From an optimization exercise on the open Yosys and OpenROAD flow, aimed at small area; shortcuts taken in it are not production practice.
Function was checked by simulation only, so behaviour that the tests miss may differ from the original.

==> flow/design.v, too long to show whole: its modules and the start of the top module <==
// module mxfp4_block_dot: 806 lines
module mxfp4_block_dot (
    input  wire         clk,
    input  wire         rst,
    input  wire         in_valid,
    input  wire         in_first,
    input  wire         in_last,
    input  wire [127:0] in_a,       
    input  wire [127:0] in_b,
    input  wire [7:0]   in_sa,      
    input  wire [7:0]   in_sb,      
    output reg          out_valid,
    output wire [31:0]  out_d
);
  // ...
==> flow/flow/run.sh <==
#!/bin/bash
# Own layout flow: the standard layout (standard.sh, ORFS), with four
# changes:
#  - synthesis skips Yosys's generic "abc -fast" pre-mapping inside synth
#    (SYNTH_ARGS=-noabc), so extract_fa sees the design's full adders as
#    written;
#  - ABC's technology mapping runs flow/area.abc (&deepsyn, then &dch + &nf with area
#    recovery) instead of abc_area.script; flow/my_synth.tcl is the standard flow's
#    synth_recipe.tcl with only that change;
#  - port buffers are the smallest buffer cell (sky130_fd_sc_hd__buf_1)
#    instead of the one buffer_ports picks by default;
#  - clock tree synthesis builds the tree from clkbuf_4 cells (clkbuf_8 at
#    the root) instead of clkbuf_16, without dummy loads.
# Everything else (floorplan, power grid, taps, placement, CTS, routing) is
# the standard flow. Each step's full log is under orfs/logs/; make's own
# output goes to flow.log.
set -euo pipefail
here=$(pwd)
bash standard.sh "SYNTH_SCRIPT=$here/flow/my_synth.tcl" "SYNTH_ARGS=-noabc" \
    "BUFFER_PORTS_ARGS=-buffer_cell sky130_fd_sc_hd__buf_1" \
    "CTS_ARGS=-sink_clustering_enable -repair_clock_nets -dont_use_dummy_load -buf_list sky130_fd_sc_hd__clkbuf_4 -root_buf sky130_fd_sc_hd__clkbuf_8" \
    finish > flow.log 2>&1
==> flow/flow/area.abc <==
strash
&get -n
&deepsyn -T 60
&dch
&nf -R 1000
&put
topo
==> flow/flow/my_synth.tcl <==
# The standard flow's synthesis script (synth_recipe.tcl, in the work folder) unchanged,
# except that ABC's technology mapping runs flow/area.abc in place of the
# flow's abc_area.script.
set my_flow_dir [file dirname [file normalize [info script]]]
set my_abc_script [file join $my_flow_dir area.abc]
proc abc {args} {
  set i [lsearch -exact $args -script]
  if { $i >= 0 } {
    lset args [expr { $i + 1 }] $::my_abc_script
  }
  yosys abc {*}$args
}
source [file join [file dirname $my_flow_dir] synth_recipe.tcl]
==> flow/standard.sh <==
#!/bin/bash
# synth_recipe.tcl (not shown) runs the flow's synth.tcl, then flattens the netlist and writes it again
# the make line also repeats each setting of config.mk as NAME=value (left out here)
make -C /OpenROAD-flow-scripts/flow DESIGN_CONFIG=/design/flow/config.mk WORK_HOME=/design/flow/orfs CLKGATE_MAP_FILE= SYNTH_SCRIPT=/design/flow/synth_recipe.tcl "${@:-finish}"
==> flow/config.mk <==
export PLATFORM = sky130hd
export DESIGN_NAME = mxfp4_block_dot
export DESIGN_NICKNAME = mxfp4_block_dot
export VERILOG_FILES = /design/flow/design.v
export SDC_FILE = /design/flow/constraint.sdc
export NUM_CORES = 4
export LEC_CHECK = 0
export ABC_AREA = 1
export CAP_MARGIN = 0
export CORE_MARGIN = 2
export CORE_UTILIZATION = 55
export SLEW_MARGIN = 0
==> flow/constraint.sdc <==
create_clock -name core_clock -period 35.0 [get_ports {clk}]
set_input_delay 7.0000 -clock core_clock [delete_from_list [all_inputs] [get_ports {clk}]]
set_output_delay 7.0000 -clock core_clock [all_outputs]
set_load 0.01 [all_outputs]
==> reports/results.ini, run 1 <==
[layout]
drive_gt1_frac = 0.0155
num-multi-input-gates = 2790
multi_input_area_share = 0.851
fillers = 3770
nonClockInverterCount = 81
buf_share = 0.0562

[floorplan]
tap-cell-count = 532
num_rows = 74
start_util = 0.554
die_x_um = 206

[logic_synthesis]
yosysWarnings = 1
post-synth-top-count-cell = nand2_1
synth_async_sr_flop_share = 0
yosys.area_share.xor_xnor = 0.0743
synthesis.area_um2 = 22500
yosysUniqueCellTypes = 49
seq_area_frac_synth = 0.0533

[setup_path]
critPathBufInv = 8
slowest_stage = nor2b_1
max_stage_delay_ns = 0.86
critPathCaptureType = register
cp_max_fo = 59

[detailed_routing]
via_per_inst = 6.19
wl_met2_mm = 37.8
top_layer_used = met5
wire_per_inst_um = 19.6
final_antenna_net_count = 0

[place]
placed_cells = 3803
place_hpwl_mm = 64.7
pre_cts_ws_ns = 5.87
gp_congestion = 0.992

[grt]
grt_pass1_wl_mm = 116

[outcome]
status = finished clean

[clocking]
cts_resized = 0
cts_tree = done

==> run 2, diff against run 1 <==
--- a/flow/design.v
+++ b/flow/design.v
@@ -719,32 +719,33 @@
         lzb = 4'd13;
         for (i = 0; i < 13; i = i + 1)
             if (MBu[i]) lzb = 4'd12 - i[3:0];
     end
     wire [12:0] MBn0  = MBu << lzb;
     wire [32:0] es_r  = rca({24'd0, in_sa}, {24'd0, in_sb}, 1'b0);
     wire [4:0]  pm    = 5'd11 - {1'b0, lzb};
     wire [32:0] tb_r  = rca({23'd0, es_r[8:0]}, {22'h3FFFFF, pm[4] ? 5'b11011 : 5'b11100, pm}, 1'b0);
-    reg         s1_first, s1_lastv, s1_nan, sB, zeroB;
+    wire        nan0 = in_valid & ((&in_sa) | (&in_sb));
+    reg         s1_first, s1_lastv, sB, zeroB;
     reg  [11:0] MBf;
     reg  [9:0]  tb;
     always @(posedge clk) begin
         s1_first <= in_valid & in_first;
         s1_lastv <= in_valid & in_last & ~rst;
-        s1_nan   <= in_valid & ((&in_sa) | (&in_sb));
         sB       <= sB0;
-        zeroB    <= zB0 | ~in_valid;
-        MBf      <= MBn0[11:0] & {12{in_valid}};
+        zeroB    <= zB0 | ~in_valid | nan0;
+        MBf      <= {MBn0[11:1] & {11{in_valid}}, (MBn0[0] & in_valid) | nan0};
         tb       <= tb_r[9:0];
     end
     wire [12:0] MBn = {~zeroB, MBf};
+    wire        s1_nan = zeroB & MBf[0];
     reg  [31:0] acc;
-    wire [31:0] a_op  = s1_first ? 32'd0 : acc;
-    wire        sA    = a_op[31];
+    wire [30:0] a_op  = s1_first ? 31'd0 : acc[30:0];
+    wire        sA    = acc[31];
     wire [7:0]  ea    = a_op[30:23];
     wire        a_nrm = |ea;
     wire        a_inf = &ea;
     wire [23:0] MA    = {a_nrm, a_op[22:0]};
     wire [7:0]  ta    = {ea[7:1], ea[0] | ~a_nrm};    
     wire        a_nan = &a_op[30:22];
     wire [32:0] d_r  = rca({24'd0, ta}, {{22{~tb[9]}}, ~tb}, 1'b0);
     wire [10:0] D    = d_r[10:0];
==> flow/config.mk (replaced) <==
export PLATFORM = sky130hd
export DESIGN_NAME = mxfp4_block_dot
export DESIGN_NICKNAME = mxfp4_block_dot
export VERILOG_FILES = /design/flow/design.v
export SDC_FILE = /design/flow/constraint.sdc
export NUM_CORES = 4
export LEC_CHECK = 0
export ABC_AREA = 1
export CAP_MARGIN = 10
export CORE_MARGIN = 2
export CORE_UTILIZATION = 55
export SLEW_MARGIN = 10
==> run 2 against run 1 <==
Still clean; critical path depth fell by 4; count of clock-buffer cells in the layout did not move; synthesized cell count decreased by 0.14%; hold slack worse by 0.013 ns; cell count about the same; sequential cell count down 1; utilization hardly changed; critical path type unchanged.
==> reports/results.ini, run 2 <==
[floorplan]
die_y_um = 206  ; about the same
die_x_um = 206  ; about the same
num_rows = 74  ; unchanged
io_pins = 310  ; unchanged
start_util = 0.554  ; about the same
die_area_um2 = 42500  ; was 42600 µm²
core_um2 = 40600  ; about the same

[detailed_routing]
final_antenna_net_count = 0  ; unchanged
finalWirelength_mm = 76.5  ; was 74.9 mm
drt_iter0_drc = 2297  ; was 2235
via_per_inst = 6.22  ; was 6.19
vias = 23700  ; was 23600
drtPass1Iterations = 10  ; was 9
wire_per_inst_um = 20.1  ; was 19.6 µm
drt_drc_violations_left = 0  ; unchanged

[clocking]
cts-hold-fix-buffers = 0  ; unchanged
cts.sinks = 59  ; was 60
clk_path_buf_depth = 2  ; unchanged
worstSkewPairLatency_ns = 0.39  ; was 0.35 ns
cts_made_buffers = 9  ; unchanged
clock-root-buffer = clkbuf_8  ; unchanged
cts_tree = done  ; unchanged
h-tree-depth = 3  ; unchanged
cts_setup_buffers = 0  ; unchanged
cts_resized = 0  ; unchanged
cts.clk_slew.worst_paths_ns = 0.07  ; was 0.06 ns

[grt]
met3_usage = 0.0500  ; was 0.0415
use_met2 = 0.628  ; was 0.627
grt-ovfl-total = 0  ; unchanged
track_usage = 0.360  ; was 0.348
grt-busiest-layer = met2  ; unchanged
antenna_found_initial = 5  ; was 3
grt_max_degree = 58  ; was 60
grt_pass1_vias = 22200  ; was 22000
grt_pass1_wl_mm = 118  ; was 116 mm
use_met1 = 0.432  ; was 0.419

[timing]
setup_viol = 0  ; unchanged
worst_pin_slew_ns = 1.12  ; was 1.03 ns
fin_ws_ns = 4.95  ; was 5.38 ns
fin_crit_ns = 30.05  ; was 29.62 ns
max_freq_ghz = 0.0333  ; was 0.0338 GHz
rsz0062_at_grt = no  ; unchanged
slew_violations = 0  ; unchanged
period_share = 0.859  ; was 0.846
hold_viol_final = 0  ; unchanged
finalSetupTns_ns = 0  ; unchanged
whs_ns = 0.447  ; was 0.460 ns
worst_clock_skew_ns = 0.0223  ; was 0.0194 ns
relSlewSlack = 0.249  ; was 0.309

[logic_synthesis]
synth_seq_cells = 59  ; was 60
synthFlopType = dfxtp_1  ; unchanged
synth_edf_count = 0  ; unchanged
synth_async_sr_flop_share = 0  ; unchanged
yosysUniqueCellTypes = 51  ; was 49
synthTopCellsByCount = 564 x nand2_1, 361 x nor2_1, 329 x fa_1  ; was 566 x nand2_1, 368 x nor2_1, 329 x fa_1
syn_inst = 2927  ; was 2931
syn_nets = 3620  ; was 3624
synthesis.area_um2 = 22500  ; about the same
yosysWarnings = 1  ; unchanged
synth.area.top_cells = fa_1 29%, nand2_1 9.4%, o21ai_0 6.0%  ; was fa_1 29%, nand2_1 9.4%, o21ai_0 6.2%
seq_area_frac_synth = 0.0525  ; was 0.0533
post-synth-top-count-cell = nand2_1  ; unchanged
yosysTopAreaCell = fa_1  ; unchanged
yosysTopAreaCellShare = 0.293  ; about the same
avgSynthCellArea_um2 = 7.68  ; about the same

[setup_path]
worstPathArrival_ns = 30.31  ; was 29.83 ns
max_stage_delay_ns = 0.81  ; was 0.86 ns
slowest_stage = o21a_1  ; was nor2b_1
cp-start-kind = register  ; unchanged
critPathKind = reg -> reg  ; unchanged
crit_required_ns = 35.26  ; was 35.22 ns
cp_max_fo = 42  ; was 59
critPathCaptureType = register  ; unchanged
crit_top_cell = ha_1  ; unchanged

[layout]
multi_input_area_um2 = 21000  ; was 21100 µm²
final_core_util = 0.609  ; about the same
fillers = 3759  ; was 3770
final_nets = 3970  ; was 3975
drive_gt1_frac = 0.0150  ; was 0.0155
area_delta_synth_final_pct = 9.92  ; was 10.0%
largest_register_ffs = 32  ; unchanged
final_cell_mix = 564 x nand2_1, 361 x nor2_1, 329 x fa_1, 309 x buf_1, 268 x o21ai_0  ; was 566 x nand2_1, 367 x nor2_1, 329 x fa_1, 309 x buf_1, 275 x o21ai_0
reg_top3 = acc x32, MBf x12, tb x10  ; unchanged
seq_area_um2 = 1180  ; was 1200 µm²
regMostFlops = acc  ; unchanged
mostFrequentLayoutCell = nand2_1  ; unchanged

[place]
gp_congestion = 1.01  ; was 0.992
numPortBuffers = 309  ; unchanged
place_hpwl_mm = 65.2  ; was 64.7 mm
pre_cts_ws_ns = 5.21  ; was 5.87 ns

[min_path]
hp-class = reg -> reg  ; unchanged

[flow_run]
maxCapViolCount = 0  ; unchanged

[outcome]
status = finished clean  ; unchanged

==> run 2: worst paths after layout <==
kind	from	slack, ns	cells after the start	to
min	s1_lastv	0.45	1	out_valid
max	s1_first	4.95	122	acc[31]
min reg2reg	s1_lastv	0.45	1	out_valid
max reg2reg	s1_first	4.95	122	acc[31]
==> run 2: critical path: cells and delay by family, from the launching register on <==
kind / cells / cell delay (ns)
compound gates: 28 / 4.84
xor+xnor: 1 / 0.27
fa+ha+maj: 64 / 18.62
buf+inv: 7 / 1.17
flops: 1 / 0.70
mux: 4 / 0.98
simple gates: 18 / 3.30
==> run 2: final cells by class <==
cell class | count | share of cell area
multi-input combinational | 2782 | 0.851
timing repair buffer | 340 | 0.0563
sequential | 59 | 0.0478
tap | 532 | 0.0269
inverter | 85 | 0.0129
clock buffer | 9 | 0.00501
antenna | 3 | 0.000304
==> run 2: logic make-up after synthesis <==
kind of cell,after synthesis,share of synthesized area
xor gates and xnor gates,188,0.0732
muxes,105,0.0484
and+or+nand+nor,1276,0.245
buffers and inverters,86,0.0145
adders and majority gates,416,0.341
AOI/OAI and AO/OA,797,0.225
DFF,59,0.0525
==> run 2: per-stage QoR <==
step | std cells | instance area (µm²)
after detailed placement | 3797 | 24600
after CTS | 3806 | 24700
final | 3810 | 24700
after global routing | 3807 | 24700
after global placement | 3797 | 24600
after floorplan | 2927 | 22500
==> run 2: layer usage <==
metal	wire length (µm)	part of all wire
met3	5170	0.068
met2	38000	0.50
met4	4090	0.054
met5	36	0.00047
met1	29100	0.38

==> port drivers added, routing unchanged <==
How much do the figures lean on ideal ports? The routed layouts below were timed once more, with nothing changed but the port constraints.
Step 1 sets driving cells, clkbuf_16 on the clock port and buf_2 on the other inputs (assumed; they add their load-dependent delay and slew).
Step 2 adds t to the input delays and takes it off the output delays; t is the mean of the earliest and latest rising clock arrival at the registers after step 1. Input paths then give back, and output paths get back, about the clock's delay inside the block.
a / b / c = ideal ports / drivers / drivers and shift; a / b = the first two.
| run | t (ns) | setup WS [ns] | worst setup path after step 2 | worst slew at a driven data input, ns | cell pins on the clock port's net |
|---|---|---|---|---|---|
| run 1 | 0.382 | 5.383 / 5.383 / 5.383 | register to register | 0.11 | 1 |
| run 2 | 0.420 | 4.947 / 4.947 / 4.947 | register to register | 0.13 | 1 |
After both steps setup and hold are still met in every run listed.
